Source: an optimization exercise on an open RTL-to-GDS flow (aim: small area, a short achievable clock period and few clock cycles). Production flows keep margins and buffers that such runs may drop.
RTL that was checked went through simulation tests only; none was proved equivalent to the original.
Power and IR drop assume default switching activity.

==> maple: inputs <==
==> flow/design.v (excerpt) <==
module roller_dec (
    input  wire        clk,
    input  wire        rst,          
    input  wire        start,        
    input  wire [1:0]  bucket,       
    output wire        idle,
    output reg         done,         
    output reg  [1:0]  status,       
    input  wire        in_valid,
    input  wire [7:0]  in_data,
    output wire        in_ready,
    output wire        wr_en,
    output wire [11:0] wr_addr,
    output wire [7:0]  wr_data,
    output wire        rd_en,
    output wire [11:0] rd_addr,
    input  wire [7:0]  rd_data       
);
==> flow/config.mk <==
export PLATFORM = sky130hd
export DESIGN_NAME = roller_dec
export DESIGN_NICKNAME = roller_dec
export VERILOG_FILES = /design/flow/design.v
export SDC_FILE = /design/flow/constraint.sdc
export NUM_CORES = 4
export LEC_CHECK = 0
export ABC_AREA = 1
export CAP_MARGIN = 20
export CORE_MARGIN = 2
export CORE_UTILIZATION = 40
export SETUP_SLACK_MARGIN = 3.4
export SLEW_MARGIN = 20
==> flow/constraint.sdc <==
create_clock -name core_clock -period 5.5 [get_ports {clk}]
set_input_delay 1.1000 -clock core_clock [delete_from_list [all_inputs] [get_ports {clk}]]
set_output_delay 1.1000 -clock core_clock [all_outputs]
set_load 0.01 [all_outputs]
run.sh (not shown) runs the stock make flow with config.mk's settings and CLKGATE_MAP_FILE= SYNTH_SCRIPT=/design/flow/synth_recipe.tcl, a recipe that flattens the netlist after the stock synthesis.
==> zinc (differences from maple) <==
==> flow/flow/run.sh (new file) <==
#!/bin/bash
# Standard layout, with the smallest buffer on the ports and a clock tree
# built without dummy loads.
export BUFFER_PORTS_ARGS="-buffer_cell sky130_fd_sc_hd__buf_1"
export CTS_ARGS="-sink_clustering_enable -repair_clock_nets -sink_clustering_size 30 -sink_clustering_max_diameter 100 -buf_list sky130_fd_sc_hd__clkbuf_8 -dont_use_dummy_load"
bash standard.sh > standard.log 2>&1
==> flow/standard.sh (new file) <==
#!/bin/bash
# synth_recipe.tcl (not shown) runs the flow's synth.tcl, then flattens the netlist and writes it again
# the make line also repeats each setting of config.mk as NAME=value (left out here)
make -C /OpenROAD-flow-scripts/flow DESIGN_CONFIG=/design/flow/config.mk WORK_HOME=/design/flow/orfs CLKGATE_MAP_FILE= SYNTH_SCRIPT=/design/flow/synth_recipe.tcl "${@:-finish}"
CORE_UTILIZATION = 65   (was 40)
CTS_BUF_LIST = sky130_fd_sc_hd__clkbuf_8   (was unset)
CTS_CLUSTER_DIAMETER = 100   (was unset)
CTS_CLUSTER_SIZE = 30   (was unset)
SETUP_SLACK_MARGIN = 2.8   (was 3.4)
removed: flow/run.sh
==> fjord (differences from maple) <==
--- a/flow/design.v
+++ b/flow/design.v
@@ -34,11 +34,10 @@
     reg s_lit;      
     reg        k_fill;      
     reg        k_long;      
     reg        bdist;       
     reg        d1;          
-    reg [1:0]  code;        
     reg [11:0] rem;         
     reg [12:0] p;           
     reg [12:0] cnt;         
     reg [11:0] rp;          
     assign idle     = s_idle;
@@ -62,12 +61,12 @@
     wire        lit_bad = ({5'd0, n} >= rem_dec);
     wire        lit_ovr = ({5'd0, n} > ~p[11:0]);
     wire        arg_bad = t_short ? (rem < 12'd2) : t_long ? (rem < 12'd4) : (rem < 12'd3);
     wire [11:0] tl      = {in_data[3:0], rem[7:0]};
     wire        tl_bad  = (in_data[7:4] != 4'd0) || (tl == 12'd0) ||
-                          (tl[11:10] > code) ||
-                          (tl[11:10] == code && tl[9:2] == 8'hFF && tl[1:0] != 2'd0);
+                          (tl[11:10] > cnt[1:0]) ||
+                          (tl[11:10] == cnt[1:0] && tl[9:2] == 8'hFF && tl[1:0] != 2'd0);
     wire [11:0] dval    = {rp[11:8], in_data};
     wire [13:0] rsum    = {1'b0, p} + {2'b11, ~dval};
     wire [8:0]  lo6     = {1'b0, in_data} + 9'd6;
     wire [4:0]  hi_sum  = {1'b0, in_data[3:0]} + {4'd0, cnt[8]};
     reg        fin;
@@ -88,11 +87,11 @@
             else if (in_data != 8'h01)  begin fin = 1'b1; fst = ST_BAD_CODE; end
             else                        n_h1 = 1'b1;
         end
         if (s_h1) begin
             if (!in_valid)                      n_h1 = 1'b1;
-            else if (in_data != {6'd0, code})   begin fin = 1'b1; fst = ST_BAD_CODE; end
+            else if (in_data != {6'd0, cnt[1:0]})   begin fin = 1'b1; fst = ST_BAD_CODE; end
             else                                n_h2 = 1'b1;
         end
         if (s_h2) begin
             if (!in_valid) n_h2 = 1'b1;
             else           n_h3 = 1'b1;
@@ -156,15 +155,14 @@
             s_a1 <= n_a1; s_a2 <= n_a2; s_a3 <= n_a3; s_mchk <= n_mchk; s_run <= n_run; s_lit <= n_lit;
             done   <= fin;
         end
     end
     always @(posedge clk) begin
-        if (fin) status <= fst;
+        status <= fst;     
         if (s_idle && start) begin
-            code <= bucket;
             p    <= 13'd0;
-            cnt  <= 13'd4095;
+            cnt  <= {1'b0, {10{bucket == 2'd3}}, bucket};
             rem  <= 12'd0;
         end
         if (wr_en) p <= p + 13'd1;
         if (in_valid) begin
             if (s_h2) rem[7:0] <= in_data;
==> flow/flow/run.sh (new file) <==
#!/bin/bash
# Standard layout, with the smallest buffer on the ports and a clock tree
# built without dummy loads.
export BUFFER_PORTS_ARGS="-buffer_cell sky130_fd_sc_hd__buf_1"
export CTS_ARGS="-sink_clustering_enable -repair_clock_nets -sink_clustering_size 30 -sink_clustering_max_diameter 100 -buf_list sky130_fd_sc_hd__clkbuf_8 -dont_use_dummy_load"
bash standard.sh > standard.log 2>&1
==> flow/standard.sh (new file) <==
#!/bin/bash
# synth_recipe.tcl (not shown) runs the flow's synth.tcl, then flattens the netlist and writes it again
# the make line also repeats each setting of config.mk as NAME=value (left out here)
make -C /OpenROAD-flow-scripts/flow DESIGN_CONFIG=/design/flow/config.mk WORK_HOME=/design/flow/orfs CLKGATE_MAP_FILE= SYNTH_SCRIPT=/design/flow/synth_recipe.tcl "${@:-finish}"
CTS_BUF_LIST = sky130_fd_sc_hd__clkbuf_8   (was unset)
CTS_CLUSTER_DIAMETER = 100   (was unset)
CTS_CLUSTER_SIZE = 30   (was unset)
SETUP_SLACK_MARGIN = 2.8   (was 3.4)
removed: flow/run.sh
==> comparison table <==
                                                            zinc        maple        fjord
Sequential power                                        0.622 mW     0.615 mW     0.635 mW
Pint                                                    0.889 mW      1.19 mW     0.903 mW
Relative area change from synthesis to final layout        15.1%        50.5%        14.2%
Multi-In Gates                                               636          636          643
Via count                                                   6464         6897         6213
TritonCTS sink count                                          71           71           69
Worst reg2reg endpoint                                 status[0]    status[1]         done
Launch point of the critical path                     in_data[3]   in_data[0]   in_data[1]
Total core area                                       8810 sq um  14500 sq um  14600 sq um
Cell area after synthesis                             5940 sq um   5940 sq um   5970 sq um
Starting density of the core                               0.674        0.408        0.410
Slew @ Worst Pin                                        0.749 ns     0.570 ns     0.778 ns
Pwr dens                                             201 nW/um^2  201 nW/um^2  216 nW/um^2
Leak Pwr                                                 2.99 nW      3.87 nW      2.93 nW
Global-route wire length before repair                  29000 um     35000 um     32300 um
ClkCell Share                                             0.0181       0.0335       0.0182
Worst reg-to-reg path cell count                              10           18           20
Outcome                         no timing/DRC/antenna violations  no timing/DRC/antenna violations  no timing/DRC/antenna violations
Vias in the first global route                              5744         6354         5769
Initial DRC count                                            672          657          530
Clock Pin Slew Worst Setup and Hold Paths                0.07 ns      0.06 ns      0.07 ns
Worst Slack Setup Final                                  2.77 ns      2.77 ns      2.63 ns
Overall power consumption                                1.37 mW      1.80 mW      1.47 mW
Testbench counts of maple, summed over its fixed seeds: cycles 801,453.
Testbench counts of zinc, summed over its fixed seeds: cycles 801,453.
Function not checked in fjord: the RTL went through the layout flow alone.

---

==> run a: inputs <==
Another version of the RTL of roller_dec (not shown whole).
clock: 5.5 ns
lec_check: 0
abc_area: 1
cap_margin: 20
core_margin: 2
core_utilization: 40
cts_buf_list: sky130_fd_sc_hd__clkbuf_8
cts_cluster_diameter: 100
cts_cluster_size: 30
setup_slack_margin: 3.2
slew_margin: 20
standard.sh (not shown) runs the stock make flow with config.mk's settings and CLKGATE_MAP_FILE= SYNTH_SCRIPT=/design/flow/synth_recipe.tcl, a recipe that flattens the netlist after the stock synthesis.
==> flow/flow/run.sh <==
#!/bin/bash
# Standard layout, with the smallest buffer on the ports.
export BUFFER_PORTS_ARGS="-buffer_cell sky130_fd_sc_hd__buf_1"
bash standard.sh > standard.log 2>&1
==> run b: changes against run a <==
--- a/flow/design.v
+++ b/flow/design.v
@@ -27,42 +27,44 @@
     reg s_h3;       
     reg s_tok;      
     reg s_a1;       
     reg s_a2;       
     reg s_a3;       
     reg s_mchk;     
     reg s_mpre;     
     reg s_run;      
+    reg s_r0;       
+    reg s_r1;       
+    reg s_r2;       
+    reg tk;         
     reg s_lit;      
     reg [7:0]  ib;          
     reg        iv;          
     reg [7:0]  rdr;         
     reg        k_fill;      
     reg        k_long;      
     reg        bdist;       
     reg        d1;          
     reg        slow;        
-    reg [1:0]  ph;          
     reg [1:0]  code;        
     reg [11:0] rem;         
     reg [12:0] p;           
     reg [12:0] cnt;         
     reg [11:0] rp;          
-    wire takes   = s_h0 || s_h1 || s_h2 || s_h3 || s_tok || s_a1 || s_a2 || s_a3 || s_lit;
     wire v       = iv;
-    wire take    = iv && takes;
-    wire run_wr  = s_run && (!slow || ph == 2'd2);
+    wire take    = iv && tk;
+    wire run_wr  = s_run || s_r2;
     assign idle     = s_idle;
     assign wr_en    = run_wr || (s_lit && iv);
     assign wr_addr  = p[11:0];
-    assign wr_data  = s_run ? (k_fill ? rp[7:0] : rdr) : ib;
+    assign wr_data  = s_lit ? ib : (k_fill ? rp[7:0] : rdr);
     assign rd_en    = !s_idle && !(d1 && (s_mpre || s_run));
     assign rd_addr  = rp;
-    assign in_ready = !s_idle && (!iv || takes);
+    assign in_ready = tk || (!iv && !s_idle);
     wire [11:0] rem_dec = rem - 12'd1;
     wire [12:0] cnt_dec = cnt - 13'd1;
     wire        cnt_end = (cnt == 13'd0);
     wire        rem_end = (rem == 12'd0);
     function automatic gt12(input [11:0] a, input [11:0] b);
         integer i;
         reg g;
         begin
@@ -90,22 +92,23 @@
                           (tl[11:10] == code && tl[9:2] == 8'hFF && tl[1:0] != 2'd0);
     wire [11:0] dval    = {rp[11:8], ib};
     wire [13:0] rsum    = {1'b0, p} + {2'b11, ~dval};
     wire [8:0]  lo6     = {1'b0, ib} + 9'd6;
     wire [4:0]  hi_sum  = {1'b0, ib[3:0]} + {4'd0, cnt[8]};
     reg        fin;
     reg [1:0]  fst;
     reg        n_idle, n_h0, n_h1, n_h2, n_h3, n_tok, n_a1, n_a2, n_a3, n_mchk, n_mpre, n_run, n_lit;
+    reg        n_r0, n_r1, n_r2;
     always @(*) begin
         fin = 1'b0;
         fst = ST_OK;
         n_idle = 1'b0; n_h0 = 1'b0; n_h1 = 1'b0; n_h2 = 1'b0; n_h3 = 1'b0; n_tok = 1'b0;
         n_a1 = 1'b0; n_a2 = 1'b0; n_a3 = 1'b0; n_mchk = 1'b0; n_mpre = 1'b0; n_run = 1'b0;
-        n_lit = 1'b0;
+        n_lit = 1'b0; n_r0 = 1'b0; n_r1 = 1'b0; n_r2 = 1'b0;
         if (s_idle) begin
             if (!start)              n_idle = 1'b1;
             else if (bucket == 2'd3) n_lit  = 1'b1;
             else                     n_h0   = 1'b1;
         end
         if (s_h0) begin
             if (!v)                     n_h0 = 1'b1;
             else if (ib != 8'h01)       begin fin = 1'b1; fst = ST_BAD_CODE; end
@@ -151,54 +154,61 @@
         end
         if (s_a3) begin
             if (!v)                       n_a3 = 1'b1;
             else                          n_mchk = 1'b1;
         end
         if (s_mchk) begin
             if (bdist)                    begin fin = 1'b1; fst = ST_BAD_DIST; end
             else if (ovr)                 begin fin = 1'b1; fst = ST_OVERRUN; end
-            else if (slow)                n_run = 1'b1;
+            else if (slow)                n_r1 = 1'b1;
             else                          n_mpre = 1'b1;
         end
         if (s_mpre)                       n_run = 1'b1;
         if (s_run) begin
-            if (run_wr && cnt_end)        n_tok = 1'b1;
+            if (cnt_end)                  n_tok = 1'b1;
             else                          n_run = 1'b1;
+        end
+        if (s_r0)                         n_r1 = 1'b1;
+        if (s_r1)                         n_r2 = 1'b1;
+        if (s_r2) begin
+            if (cnt_end)                  n_tok = 1'b1;
+            else                          n_r0 = 1'b1;
         end
         if (s_lit) begin
             if (v && cnt_end)             n_tok = 1'b1;
             else                          n_lit = 1'b1;
         end
         if (fin) n_idle = 1'b1;
     end
     always @(posedge clk) begin
         if (rst) begin
             s_idle <= 1'b1;
             s_h0 <= 1'b0; s_h1 <= 1'b0; s_h2 <= 1'b0; s_h3 <= 1'b0; s_tok <= 1'b0;
             s_a1 <= 1'b0; s_a2 <= 1'b0; s_a3 <= 1'b0; s_mchk <= 1'b0; s_mpre <= 1'b0;
-            s_run <= 1'b0; s_lit <= 1'b0;
+            s_run <= 1'b0; s_lit <= 1'b0; s_r0 <= 1'b0; s_r1 <= 1'b0; s_r2 <= 1'b0;
+            tk     <= 1'b0;
             done   <= 1'b0;
         end else begin
             s_idle <= n_idle; s_h0 <= n_h0; s_h1 <= n_h1; s_h2 <= n_h2; s_h3 <= n_h3; s_tok <= n_tok;
             s_a1 <= n_a1; s_a2 <= n_a2; s_a3 <= n_a3; s_mchk <= n_mchk; s_mpre <= n_mpre;
-            s_run <= n_run; s_lit <= n_lit;
+            s_run <= n_run; s_lit <= n_lit; s_r0 <= n_r0; s_r1 <= n_r1; s_r2 <= n_r2;
+            tk     <= n_h0 || n_h1 || n_h2 || n_h3 || n_tok || n_a1 || n_a2 || n_a3 || n_lit;
             done   <= fin;
         end
     end
     always @(posedge clk) begin
         status <= fst;
         rdr    <= rd_data;
-        if (in_valid && in_ready) begin
+        if (in_ready) begin
             ib <= in_data;
-            iv <= 1'b1;
-        end else if (take || s_idle) begin
-            iv <= 1'b0;
+            iv <= in_valid;
         end
         if (s_idle && start) begin
+            iv   <= 1'b0;
             code <= bucket;
             p    <= 13'd0;
             cnt  <= 13'd4095;
             rem  <= 12'd0;
         end
         if (wr_en) p <= p + 13'd1;
         if (v) begin
             if (s_h2) rem[7:0] <= ib;
@@ -225,15 +235,13 @@
             slow  <= (dval == 12'd1);
         end
         if (s_a2 && v) begin
             if (k_fill) rp[7:0] <= ib;
             else        cnt[8:0] <= lo6;
         end
         if (s_a3 && v)
             cnt[12:8] <= (ib[7:4] != 4'd0) ? 5'h1F : hi_sum;
-        if (s_mchk || s_mpre || (s_run && !k_fill && (!slow || ph == 2'd0)))
+        if (s_mchk || s_mpre || s_r0 || (s_run && !k_fill))
             rp <= rp + 12'd1;
-        if (s_mchk)     ph <= 2'd1;
-        else if (s_run) ph <= (ph == 2'd2) ? 2'd0 : ph + 2'd1;
         if (run_wr || (s_lit && v)) cnt <= cnt_dec;
     end
 endmodule
==> summary.txt <==
                                                           run a          run b
Result of the run               no timing/DRC/antenna violations  no timing/DRC/antenna violations
Post-DR wirelength/cell                                 18.20 um       17.49 um
Worst EP arrival                                         1.58 ns        1.66 ns
Worst rel slew slack                                      45.72%         36.86%
Starting utilization of the core area                     40.75%         40.65%
WHS                                                    0.4785 ns      0.4110 ns
Die height                                              131.0 um       130.6 um
WL met3                                                 1.565 mm       1.334 mm
End of the worst register-to-register path                 ib[7]          bdist
Final Util                                                53.23%         51.08%
P per Cell Area                                    262.2 nW/um^2  269.5 nW/um^2
Post-synthesis instance area                           6450 um^2      6410 um^2
Detail Placement HPWL                                   14.08 mm       13.73 mm
Maximum ir drop on the vdd rail                         121.6 uV       120.6 uV
Via/cell ratio                                             5.507          5.413
Clk pwr                                                 0.476 mW       0.523 mW
Global-route met1 utilization                             33.13%         32.50%
Power dissipated in sequential cells                    0.891 mW       0.858 mW
Sum of routed wire segments on met1                     9.363 mm       9.230 mm
Worst-skew pair later-pin latency                        0.40 ns        0.41 ns
Overall Power                                           2.208 mW       2.171 mW
Adder-cell area share of the yosys netlist                9.428%         9.487%
Plain + repair buffers                                       167            146
Fraction of standard cell area that is sequential         26.81%         28.47%
No functional check of the RTL was part of any run of this note.

separate check: timing with driven ports:
No port has a modelled driver above. Below, the same layouts with a new extraction and two added sets of constraints.
Step 1: set_driving_cell puts a clkbuf_16 on clk and a buf_2 on each other input, an assumption about the parent block.
Step 2, shift: input delay + t, output delay - t, t = (earliest + latest rising clock arrival at the registers) / 2. This alone moves slack from input paths to output paths.
Three values: ideal, step 1, step 2; two values: the first two.
run | t (ns) | slack for setup (ns) | worst hold slack (ns) | clock arrival spread, ns | cell pins on the clock port's net
maple | 0.393 | 2.768 / 2.714 / 2.433 | 0.478 / 0.478 / 0.478 | 0.006 / 0.006 | 1
zinc | 0.387 | 2.767 / 2.707 / 2.466 | 0.498 / 0.498 / 0.498 | 0.037 / 0.038 | 1
fjord | 0.410 | 2.634 / 2.609 / 2.429 | 0.488 / 0.488 / 0.488 | 0.031 / 0.031 | 1
run a | 0.435 | 2.818 / 2.778 / 2.848 | 0.478 / 0.478 / 0.478 | 0.019 / 0.018 | 1
run b | 0.442 | 2.744 / 2.705 / 2.803 | 0.411 / 0.411 / 0.411 | 0.019 / 0.019 | 1
After both steps setup and hold are still met in every run listed. The setup slack of maple, which loses most, moves by -0.054 ns with the drivers and by -0.335 ns with both steps.
